What follows belongs to an exercise in optimizing a design on an open flow for small area, a short achievable clock period and few clock cycles per item; a production flow would make more cautious choices.
The RTL was checked by simulation tests, not by an equivalence proof against the original design.

## v18
Design lattice_interp, start of the top module:
module lattice_interp (
  input  wire        clk,
  input  wire        rst,
  input  wire        in_valid,
  input  wire [63:0] in_x,         
  output wire        in_ready,
  output reg         mem_rd,
  output reg  [16:0] mem_addr,
  input  wire [15:0] mem_rdata,    
  output reg         out_valid,
  output reg  [15:0] out_y
);
For scale: roughly 1,800 cells after synthesis, about 20,000 um^2 of cells after synthesis.
Settings: LEC_CHECK=0, CAP_MARGIN=20, CORE_MARGIN=2, CORE_UTILIZATION=40, CTS_BUF_LIST=sky130_fd_sc_hd__clkbuf_4, SLEW_MARGIN=20, SYNTH_HIERARCHICAL=1; clock period 10.0 ns.
standard.sh (not shown) runs the stock make flow with config.mk's settings and CLKGATE_MAP_FILE= SYNTH_SCRIPT=/design/flow/synth_recipe.tcl, a recipe that flattens the netlist after the stock synthesis.
==> flow/flow/run.sh <==
#!/bin/bash
# Standard layout, with plain buffers (buf_2) on the ports instead of the
# delay buffers the port-buffering step picks by default.
set -euo pipefail
bash standard.sh "BUFFER_PORTS_ARGS=-buffer_cell sky130_fd_sc_hd__buf_2" finish > standard.log 2>&1
v18 ended with every stage complete and zero timing, DRC or antenna violations.
Testbench counts of v18, summed over its fixed seeds: cycles 9,405, items 2,048.
> inputs changed (v18 -> v12)
# v18
export LEC_CHECK = 0
export CAP_MARGIN = 20
export CORE_MARGIN = 2
export CORE_UTILIZATION = 40
export CTS_BUF_LIST = sky130_fd_sc_hd__clkbuf_4
export SLEW_MARGIN = 20
export SYNTH_HIERARCHICAL = 1
create_clock -name core_clock -period 10.0 [get_ports {clk}]
# v12
export LEC_CHECK = 0
export CAP_MARGIN = 20
export CORE_MARGIN = 2
export CORE_UTILIZATION = 40
export CTS_BUF_LIST = sky130_fd_sc_hd__clkbuf_8
export CTS_CLUSTER_DIAMETER = 60
export CTS_CLUSTER_SIZE = 16
export SLEW_MARGIN = 20
export SYNTH_HIERARCHICAL = 1
create_clock -name core_clock -period 10.0 [get_ports {clk}]
==> flow/flow/run.sh <==
#!/bin/bash
# Standard layout, with plain buffers (buf_2) on the ports instead of the
# delay buffers the port-buffering step picks by default, and timing repair
# aiming at a shorter period than the 10 ns clock.
set -euo pipefail
bash standard.sh "BUFFER_PORTS_ARGS=-buffer_cell sky130_fd_sc_hd__buf_2" SETUP_SLACK_MARGIN=6.3 finish > standard.log 2>&1
--- outcome ---
Global-route usage across v12 and v18: no real change. On initial cell density of the core, v12 tracks v18 almost exactly. In v12, signed area change from the synthesized netlist to the final layout is higher than in v18. v12 ends up with a routed wire length that is 2.1% higher than in v18. Delta (v12 minus v18): core occupancy in the finished layout rose 1.4 points, number of clock buffers in the layout went down by 75%, maximum cell stage delay along the critical path down 0.29 ns. v12: full flow OK, the timing, DRC and antenna checks passed.
What v50 does differently from v12 at the input level:
# v12
export LEC_CHECK = 0
export CAP_MARGIN = 20
export CORE_MARGIN = 2
export CORE_UTILIZATION = 40
export CTS_BUF_LIST = sky130_fd_sc_hd__clkbuf_8
export CTS_CLUSTER_DIAMETER = 60
export CTS_CLUSTER_SIZE = 16
export SLEW_MARGIN = 20
export SYNTH_HIERARCHICAL = 1
create_clock -name core_clock -period 10.0 [get_ports {clk}]
# v50
export LEC_CHECK = 0
export CAP_MARGIN = 20
export CORE_MARGIN = 2
export CORE_UTILIZATION = 40
export CTS_BUF_LIST = sky130_fd_sc_hd__clkbuf_4
export SLEW_MARGIN = 20
export SYNTH_HIERARCHICAL = 1
create_clock -name core_clock -period 10.0 [get_ports {clk}]
==> flow/run.sh (new file) <==
#!/bin/bash
# synth_recipe.tcl (not shown) runs the flow's synth.tcl, then flattens the netlist and writes it again
# the make line also repeats each setting of config.mk as NAME=value (left out here)
make -C /OpenROAD-flow-scripts/flow DESIGN_CONFIG=/design/flow/config.mk WORK_HOME=/design/flow/orfs CLKGATE_MAP_FILE= SYNTH_SCRIPT=/design/flow/synth_recipe.tcl finish
removed: flow/flow/run.sh
removed: flow/standard.sh
[summary]
- Cell area | v50 below v12
- | fraction of area in registers | v50 vs v12 | 0.41 points lower |
What v40 does differently from v50 at the input level:
# v50
export LEC_CHECK = 0
export CAP_MARGIN = 20
export CORE_MARGIN = 2
export CORE_UTILIZATION = 40
export CTS_BUF_LIST = sky130_fd_sc_hd__clkbuf_4
export SLEW_MARGIN = 20
export SYNTH_HIERARCHICAL = 1
create_clock -name core_clock -period 10.0 [get_ports {clk}]
# v40
export LEC_CHECK = 0
export CAP_MARGIN = 20
export CORE_MARGIN = 2
export CORE_UTILIZATION = 40
export CTS_BUF_LIST = sky130_fd_sc_hd__clkbuf_16
export CTS_CLUSTER_DIAMETER = 80
export CTS_CLUSTER_SIZE = 25
export SLEW_MARGIN = 20
export SYNTH_HIERARCHICAL = 1
create_clock -name core_clock -period 10.0 [get_ports {clk}]
==> flow/flow/run.sh (new file) <==
#!/bin/bash
# Standard layout, with plain buffers (buf_2) on the ports instead of the
# delay buffers the port-buffering step picks by default, and timing repair
# aiming at a shorter period than the 10 ns clock.
set -euo pipefail
bash standard.sh "BUFFER_PORTS_ARGS=-buffer_cell sky130_fd_sc_hd__buf_2" SETUP_SLACK_MARGIN=6.3 finish > standard.log 2>&1
==> flow/standard.sh (new file) <==
#!/bin/bash
# synth_recipe.tcl (not shown) runs the flow's synth.tcl, then flattens the netlist and writes it again
# the make line also repeats each setting of config.mk as NAME=value (left out here)
make -C /OpenROAD-flow-scripts/flow DESIGN_CONFIG=/design/flow/config.mk WORK_HOME=/design/flow/orfs CLKGATE_MAP_FILE= SYNTH_SCRIPT=/design/flow/synth_recipe.tcl "${@:-finish}"
removed: flow/run.sh
## What came out
Of the two values seen for endpoint of the most critical setup path, in_ready was produced by v40 and accn_c[18] by v50.
Cell count: v40 lower than v50
Diff v40..v50 | area share of fa/ha/maj cells after synthesis | unchanged
In the reports for v50 and v40, the smaller initial antenna violation count belongs to v40.
Going from v50 to v40, number of enable flip-flop cells after synthesis now sits at about the same level, final hold slack ~0 delta.
Between v50 and v40, non-clock buffer count increased.
Going from v50 to v40, combined global-route utilization of all metal layers shrinks by 0.30 points.
v50 leaves less setup margin than v40.

==> port drivers added, routing unchanged <==
The flow's constraints put no driver on any port. The routed layouts listed below were extracted and timed again, unchanged, in two steps. Step 1 sets driving cells, clkbuf_16 on the clock port and buf_2 on the other inputs (assumed; they add their load-dependent delay and slew). Step 2 also shifts input and output timing later by t, the mid clock arrival at the registers, as if the neighbouring blocks saw the same clock. Slacks: ideal / step 1 / step 2; pairs: ideal / step 1.
run	shift t [ns]	setup WS [ns]	clock arrival spread, ns	worst register clock-pin slew, ns
v18	0.845	5.901 / 5.901 / 5.901	0.051 / 0.051	0.07 / 0.07
v12	0.676	6.367 / 6.343 / 6.367	0.058 / 0.058	0.10 / 0.10
v50	0.857	5.845 / 5.845 / 5.845	0.066 / 0.067	0.07 / 0.07
v40	0.603	6.387 / 6.335 / 6.403	0.031 / 0.030	0.10 / 0.10
After both steps setup and hold are still met in every run listed.
